Background: an optimization exercise with open tools, aiming at small area and a short achievable clock period. Do not read the settings as production practice.
The RTL was checked by simulation tests, not by an equivalence proof against the original design.

==> v5 <==
==> flow/design.v (excerpt) <==
module sx16_mc_ecc (
    input  wire        clk,
    input  wire        rst,           
    input  wire        ctl_rst,       
    input  wire        acc_valid,
    input  wire [1:0]  acc_op,        
    input  wire [1:0]  acc_sc,        
    input  wire [39:0] acc_addr,      
    input  wire [79:0] acc_word,      
    input  wire [63:0] acc_wdata,     
    input  wire [7:0]  acc_wmask,     
    input  wire        reg_we,
    input  wire        reg_re,
    input  wire [3:0]  reg_addr,
    input  wire [31:0] reg_wdata,
    output reg         res_valid,
    output reg  [79:0] res_word,
    output reg  [1:0]  res_status,    
    output reg  [3:0]  res_pos,       
    output reg  [2:0]  res_dev,       
    output reg         res_poison_wr,
    output reg         ev_erase,
    output reg  [1:0]  ev_erase_cause,
    output reg  [1:0]  ev_erase_sc,
    output reg  [2:0]  ev_erase_dev,
    output reg  [31:0] reg_rdata
);
    localparam OP_WRITE = 2'd1;
    localparam OP_MERGE = 2'd2;
    localparam ST_CLEAN  = 2'd0;
    localparam ST_CORR   = 2'd1;
    localparam ST_UNCORR = 2'd2;
    localparam ST_POISON = 2'd3;
    localparam RA_CFG     = 4'd0;
    localparam RA_ERASE   = 4'd1;
    localparam RA_CNT     = 4'd2;
    localparam RA_LAST_LO = 4'd7;
    localparam RA_LAST_HI = 4'd8;
  ...
make LEC_CHECK=0 CAP_MARGIN=20 CORE_MARGIN=2 CORE_UTILIZATION=40 PLACE_DENSITY=0.6 SLEW_MARGIN=20 finish   # period 26.0 ns
run.sh (not shown) runs the stock make flow with config.mk's settings and CLKGATE_MAP_FILE= SYNTH_SCRIPT=/design/flow/synth_recipe.tcl, a recipe that flattens the netlist after the stock synthesis.
==> v30: changes against v5 <==
--- a/flow/design.v
+++ b/flow/design.v
@@ -133,11 +133,12 @@
     reg  [39:0] p_addr;
     reg         p_re;
     reg  [3:0]  p_raddr;
     reg         p_we_cfg, p_we_er;
     reg  [15:0] p_wdata;
-    reg  [2:0]  p_erdev;            
+    reg  [4:0]  p_erh;              
+    reg         p_erased;
     always @(posedge clk) begin
         p_rst    <= rst;
         p_crst   <= ctl_rst;
         p_acc    <= acc_valid & ~any_rst;
         p_op     <= {in_mg, in_wr};
@@ -161,17 +162,19 @@
     reg  [15:0] corr_cnt;
     reg  [15:0] uncorr_cnt;
     reg  [29:0] dev_cnt [0:3];     
     reg  [39:0] last_addr;
     reg         last_poison;
+    reg         last_valid;
     reg  [8:0]  last_hi_latch;     
     wire p_anyrst = p_rst | p_crst;
     wire [9:0]  match_q = p_match;
     reg  [7:0]  r [2:5];            
     reg  [7:0]  q [2:5];            
-    wire [2:0]  er_dev = p_erdev;
-    wire        erased = (er_dev <= 3'd4);
+    wire [4:0]  erh    = p_erh;
+    wire        erased = p_erased;
+    wire [2:0]  er_dev = {erh[4], erh[2] | erh[3], erh[1] | erh[3]};
     always @* begin
         r[2] = dx(dx(p_s1));
         r[3] = dx(r[2]);
         r[4] = dx(r[3]);
         r[5] = dx(r[4]);
@@ -180,12 +183,19 @@
         q[4] = mx(q[3]);
         q[5] = mx(q[4]);
     end
     wire [7:0] h8      = gf_mul(p_s0 ^ p_s1, gf_inv(8'h03));
     wire [7:0] h9      = p_s0 ^ h8;
-    wire [7:0] v_lo    = p_s0 ^ r[5 - er_dev[1:0]];
-    wire [7:0] t_lo    = p_s1 ^ q[5 - er_dev[1:0]];
+    reg  [7:0] v_lo, t_lo;
+    always @* begin
+        v_lo = p_s0;
+        t_lo = p_s1;
+        for (i = 0; i < 4; i = i + 1) begin
+            v_lo = v_lo ^ (erh[i] ? r[5 - i] : 8'h00);
+            t_lo = t_lo ^ (erh[i] ? q[5 - i] : 8'h00);
+        end
+    end
     wire [7:0] da_lo   = gf_mul(v_lo, gf_inv(alpha_pow(4) ^ 8'h01));
     wire [7:0] gd      = gf_mul(v_lo, gf_mul(gf_inv(alpha_pow(4) ^ 8'h01), gf_inv(8'h03))) ^
                          gf_mul(t_lo, gf_mul(gf_mul(gf_inv(alpha_pow(4) ^ 8'h01), alpha_pow(4)),
                                              gf_inv(8'h03)));
     wire       s0z     = (p_s0 == 8'h00);
@@ -193,20 +203,20 @@
     wire       clean   = s0z && (p_s1 == 8'h00);
     wire       anym    = |match_q;
     wire       er_fix  = erased && !poison && !clean;
     wire       one_fix = !erased && anym && !s0z;
     wire       bad     = poison || (!erased && !clean && !one_fix);    
-    wire [7:0] da      = er_dev[2] ? h8 : da_lo;
+    wire [7:0] da      = erh[4] ? h8 : da_lo;
     wire [7:0] db      = p_s0 ^ da;
-    wire       er_lo   = er_fix && !er_dev[2];                        
-    wire       er_hi   = er_fix &&  er_dev[2];                        
+    wire       er_lo   = er_fix && !erh[4];                           
+    wire       er_hi   = er_fix &&  erh[4];                           
     reg  [7:0] e [0:9];
     always @* begin
         for (i = 0; i < 10; i = i + 1)
             e[i] = (one_fix && match_q[i]) ? p_s0 : 8'h00;
         for (i = 0; i < 4; i = i + 1) begin
-            if (er_lo && er_dev[1:0] == i) begin
+            if (er_fix && erh[i]) begin
                 e[i]     = da;
                 e[i + 4] = db;
             end
         end
         if (er_hi) begin
@@ -227,15 +237,15 @@
         else if (clean)
             dec_status = ST_CLEAN;
         else if (erased) begin
             dec_status = ST_CORR;
             dec_dev    = er_dev;
-            devh[er_dev] = 1'b1;
-            if (er_dev[2])
+            devh       = erh;
+            if (erh[4])
                 dec_pos = match_q[9] ? 4'd9 : 4'd8;
             else
-                dec_pos = match_q[er_dev[1:0] + 4] ? {2'b01, er_dev[1:0]} : {2'b00, er_dev[1:0]};
+                dec_pos = {1'b0, |(match_q[7:4] & erh[3:0]), er_dev[1:0]};
         end else if (anym) begin
             dec_status = ST_CORR;
             for (i = 0; i < 10; i = i + 1)
                 if (match_q[i]) begin
                     dec_pos = i;
@@ -260,12 +270,12 @@
             b1 = b1 ^ gf_mul(alpha_pow(9 - i), p_base[8*i +: 8]);
         end
         p8 = gf_mul(b0 ^ b1, gf_inv(8'h03));
         p9 = b0 ^ p8;
         kx = (one_fix && |(match_q[7:0] & p_sel)) ||
-             (er_lo && p_sel[{1'b1, er_dev[1:0]}]);
-        ky = er_lo && (p_sel[{1'b0, er_dev[1:0]}] ^ p_sel[{1'b1, er_dev[1:0]}]);
+             (er_fix && |(erh[3:0] & p_sel[7:4]));
+        ky = er_fix && |(erh[3:0] & (p_sel[3:0] ^ p_sel[7:4]));
         x8 = (kx ? h8 : 8'h00) ^ (ky ? gd : 8'h00) ^ (poison_wr ? 8'h5A : 8'h00);
         x9 = (kx ? h9 : 8'h00) ^ (ky ? (da ^ gd) : 8'h00) ^ (poison_wr ? 8'h5A : 8'h00);
         for (i = 0; i < 8; i = i + 1)
             out_word[8*i +: 8] = p_base[8*i +: 8] ^ (p_sel[i] ? e[i] : 8'h00);
         if (is_rd) begin
@@ -291,30 +301,38 @@
         end
     end
     wire [4:0]  dinc       = (count_corr ? devh : 5'd0) & ~sat_d;      
     wire        auto_hit   = auto_en && (auto_n[7:6] == 2'b00) && (|(hit_d & dinc));
     wire        clr        = p_we_cfg && p_wdata[1];
+    wire        rstclr     = p_anyrst || clr;
+    wire [15:0] corr_nx    = rstclr ? 16'h0000 : corr_cnt + 16'h0001;
+    wire [15:0] uncorr_nx  = rstclr ? 16'h0000 : uncorr_cnt + 16'h0001;
+    reg  [5:0]  inc_z [0:4];
+    always @*
+        for (i = 0; i < 5; i = i + 1)
+            inc_z[i] = rstclr ? 6'd0 : inc_d[i];
     reg  [11:0] erase_nx;
     always @* begin
         erase_nx = erase_q;
         if (p_we_er)
             erase_nx = p_wdata[11:0];
         if (auto_hit && !erased)
             erase_nx[3*p_sc +: 3] = dec_dev;
     end
     wire [11:0] erase_d = p_rst ? 12'hFFF : p_crst ? erase_q : erase_nx;
+    wire [2:0]  er_next = erase_d[3*acc_sc +: 3];      
     reg [31:0] rd_val;
     always @* begin
         case (p_raddr)
             RA_CFG:     rd_val = {16'h0000, auto_n, 7'b0000000, auto_en};
             RA_ERASE:   rd_val = {20'h00000, erase_q};
             RA_CNT:     rd_val = {uncorr_cnt, corr_cnt};
             4'd3:       rd_val = {2'b00, dev_cnt[0]};
             4'd4:       rd_val = {2'b00, dev_cnt[1]};
             4'd5:       rd_val = {2'b00, dev_cnt[2]};
             4'd6:       rd_val = {2'b00, dev_cnt[3]};
-            RA_LAST_LO: rd_val = last_addr[31:0];
+            RA_LAST_LO: rd_val = last_valid ? last_addr[31:0] : 32'h0;
             RA_LAST_HI: rd_val = {last_hi_latch[8], 23'h000000, last_hi_latch[7:0]};
             default:    rd_val = 32'h0000_0000;
         endcase
     end
     always @* begin
@@ -329,47 +347,38 @@
         ev_erase_sc    = (p_acc && auto_hit) ? p_sc : 2'd0;
         ev_erase_dev   = (p_acc && auto_hit) ? dec_dev : 3'd0;
         reg_rdata      = p_re ? rd_val : 32'h0;
     end
     always @(posedge clk) begin
-        erase_q <= erase_d;
-        p_erdev <= erase_d[3*acc_sc +: 3];
+        erase_q  <= erase_d;
+        for (i = 0; i < 5; i = i + 1)
+            p_erh[i] <= (er_next == i);
+        p_erased <= (er_next <= 3'd4);
         if (p_anyrst) begin
-            auto_n        <= 8'h10;
-            auto_en       <= 1'b1;
-            corr_cnt      <= 16'h0000;
-            uncorr_cnt    <= 16'h0000;
-            for (k = 0; k < 4; k = k + 1)
-                dev_cnt[k] <= 30'h0;
-            last_addr     <= 40'h0;
-            last_poison   <= 1'b0;
-            last_hi_latch <= 9'h0;
-        end else begin
-            if (p_we_cfg) begin
-                auto_n  <= (p_wdata[15:8] == 8'h00) ? 8'h01 : p_wdata[15:8];
-                auto_en <= p_wdata[0];
-            end
-            if (clr) begin
-                corr_cnt   <= 16'h0000;
-                uncorr_cnt <= 16'h0000;
-                for (k = 0; k < 4; k = k + 1)
-                    dev_cnt[k] <= 30'h0;
-            end else begin
-                if (count_corr && corr_cnt != 16'hFFFF)
-                    corr_cnt <= corr_cnt + 16'h0001;
-                if (count_unc && uncorr_cnt != 16'hFFFF)
-                    uncorr_cnt <= uncorr_cnt + 16'h0001;
-                for (k = 0; k < 4; k = k + 1)
-                    if (p_sc == k)
-                        for (j = 0; j < 5; j = j + 1)
-                            if (dinc[j])
-                                dev_cnt[k][6*j +: 6] <= inc_d[j];
-            end
-            if (count_unc) begin
-                last_addr   <= p_addr;
-                last_poison <= poison;
-            end
-            if (p_re && p_raddr == RA_LAST_LO)
-                last_hi_latch <= {last_poison, last_addr[39:32]};
+            auto_n  <= 8'h10;
+            auto_en <= 1'b1;
+        end else if (p_we_cfg) begin
+            auto_n  <= (p_wdata[15:8] == 8'h00) ? 8'h01 : p_wdata[15:8];
+            auto_en <= p_wdata[0];
+        end
+        if (rstclr || (count_corr && corr_cnt != 16'hFFFF))
+            corr_cnt <= corr_nx;
+        if (rstclr || (count_unc && uncorr_cnt != 16'hFFFF))
+            uncorr_cnt <= uncorr_nx;
+        for (k = 0; k < 4; k = k + 1)
+            for (j = 0; j < 5; j = j + 1)
+                if (rstclr || (p_sc == k && dinc[j]))
+                    dev_cnt[k][6*j +: 6] <= inc_z[j];
+        if (p_anyrst)
+            last_valid <= 1'b0;
+        else if (count_unc)
+            last_valid <= 1'b1;
+        if (count_unc) begin
+            last_addr   <= p_addr;
+            last_poison <= poison;
         end
+        if (p_anyrst)
+            last_hi_latch <= 9'h0;
+        else if (p_re && p_raddr == RA_LAST_LO)
+            last_hi_latch <= last_valid ? {last_poison, last_addr[39:32]} : 9'h0;
     end
 endmodule
==> flow/flow/run.sh (new file) <==
#!/bin/bash
# Layout flow: the standard flow (standard.sh, run in this folder), with the
# standard synthesis unchanged and three changes to how the layout is made:
#  - the port buffers that global placement inserts are sky130_fd_sc_hd__buf_1
#    (buffer_ports otherwise picks sky130_fd_sc_hd__clkdlybuf4s50_1);
#  - clock tree synthesis clusters up to 25 sinks within 60 um per clkbuf_16 leaf buffer
#    and inserts no dummy loads (same clock, same sinks, fewer buffers);
#  - repair_timing keeps working until the setup slack reaches 16 ns instead of
#    stopping at 0 (same clock, same constraints; it only sizes and buffers more).
# Each make run's full output goes to its own log in this folder; ORFS keeps its
# per-step logs under orfs/logs.
set -euo pipefail
bash standard.sh synth > synth.log 2>&1
export BUFFER_PORTS_ARGS="-buffer_cell sky130_fd_sc_hd__buf_1"
export CTS_ARGS="-sink_clustering_enable -repair_clock_nets -dont_use_dummy_load -buf_list sky130_fd_sc_hd__clkbuf_16 -sink_clustering_size 25 -sink_clustering_max_diameter 60"
export SETUP_SLACK_MARGIN=16
bash standard.sh > layout.log 2>&1
==> flow/standard.sh (new file) <==
#!/bin/bash
# synth_recipe.tcl (not shown) runs the flow's synth.tcl, then flattens the netlist and writes it again
# the make line also repeats each setting of config.mk as NAME=value (left out here)
make -C /OpenROAD-flow-scripts/flow DESIGN_CONFIG=/design/flow/config.mk WORK_HOME=/design/flow/orfs CLKGATE_MAP_FILE= SYNTH_SCRIPT=/design/flow/synth_recipe.tcl "${@:-finish}"
removed: flow/run.sh
==> comparison table <==
Achievable Freq: v5 85.26 MHz; v30 101.0 MHz
Number of distinct library cell variants in the gate-level netlist after synthesis: v5 90; v30 89
Cell total after placement: v5 4278; v30 3950
Transition time at the pin with the least slew margin: v5 1.202 ns; v30 1.086 ns
Total Routing Usage GR: v5 29.66%; v30 26.23%
Global-route met1 utilization: v5 35.95%; v30 34.95%
Outcome: v5 timing/DRC/antenna clean; v30 timing/DRC/antenna clean
Top cell type by total area after synthesis: v5 dfxtp_1; v30 edfxtp_1
Number of enable-type register cells in the synthesized netlist: v5 0; v30 193
Design area: v5 33030 µm²; v30 30290 µm²
Yosys warnings: v5 40; v30 9
Proportion of synthesized chip area in sequential cells: v5 30.22%; v30 38.15%
GR met3 Demand/Resource: v5 4.552%; v30 3.298%
Number of well-tap cells placed: v5 873; v30 864
Relative area of clock buffers and inverters in the final design: v5 5.144%; v30 3.305%
Sequential cell area: v5 8209 µm²; v30 10240 µm²

afterwards: timing with drivers on the ports:
In the flow no input, the clock included, has a driving cell. The finished layouts below were timed again as built, in two steps.
Step 1 sets driving cells, clkbuf_16 on the clock port and buf_2 on the other inputs (assumed; they add their load-dependent delay and slew).
Step 2, shift: input delay + t, output delay - t, t = (earliest + latest rising clock arrival at the registers) / 2. This alone moves slack from input paths to output paths.
Three values: ideal ports, drivers, drivers and shift; two values: the first two.
run	t, ns	setup slack, ns	worst slew at a driven data input, ns	pins driven straight from the clock port
v5	0.665	14.271 / 14.208 / 14.872	0.10	1
v30	0.626	16.096 / 16.027 / 16.653	0.06	1
After both steps every run listed still meets setup and hold.
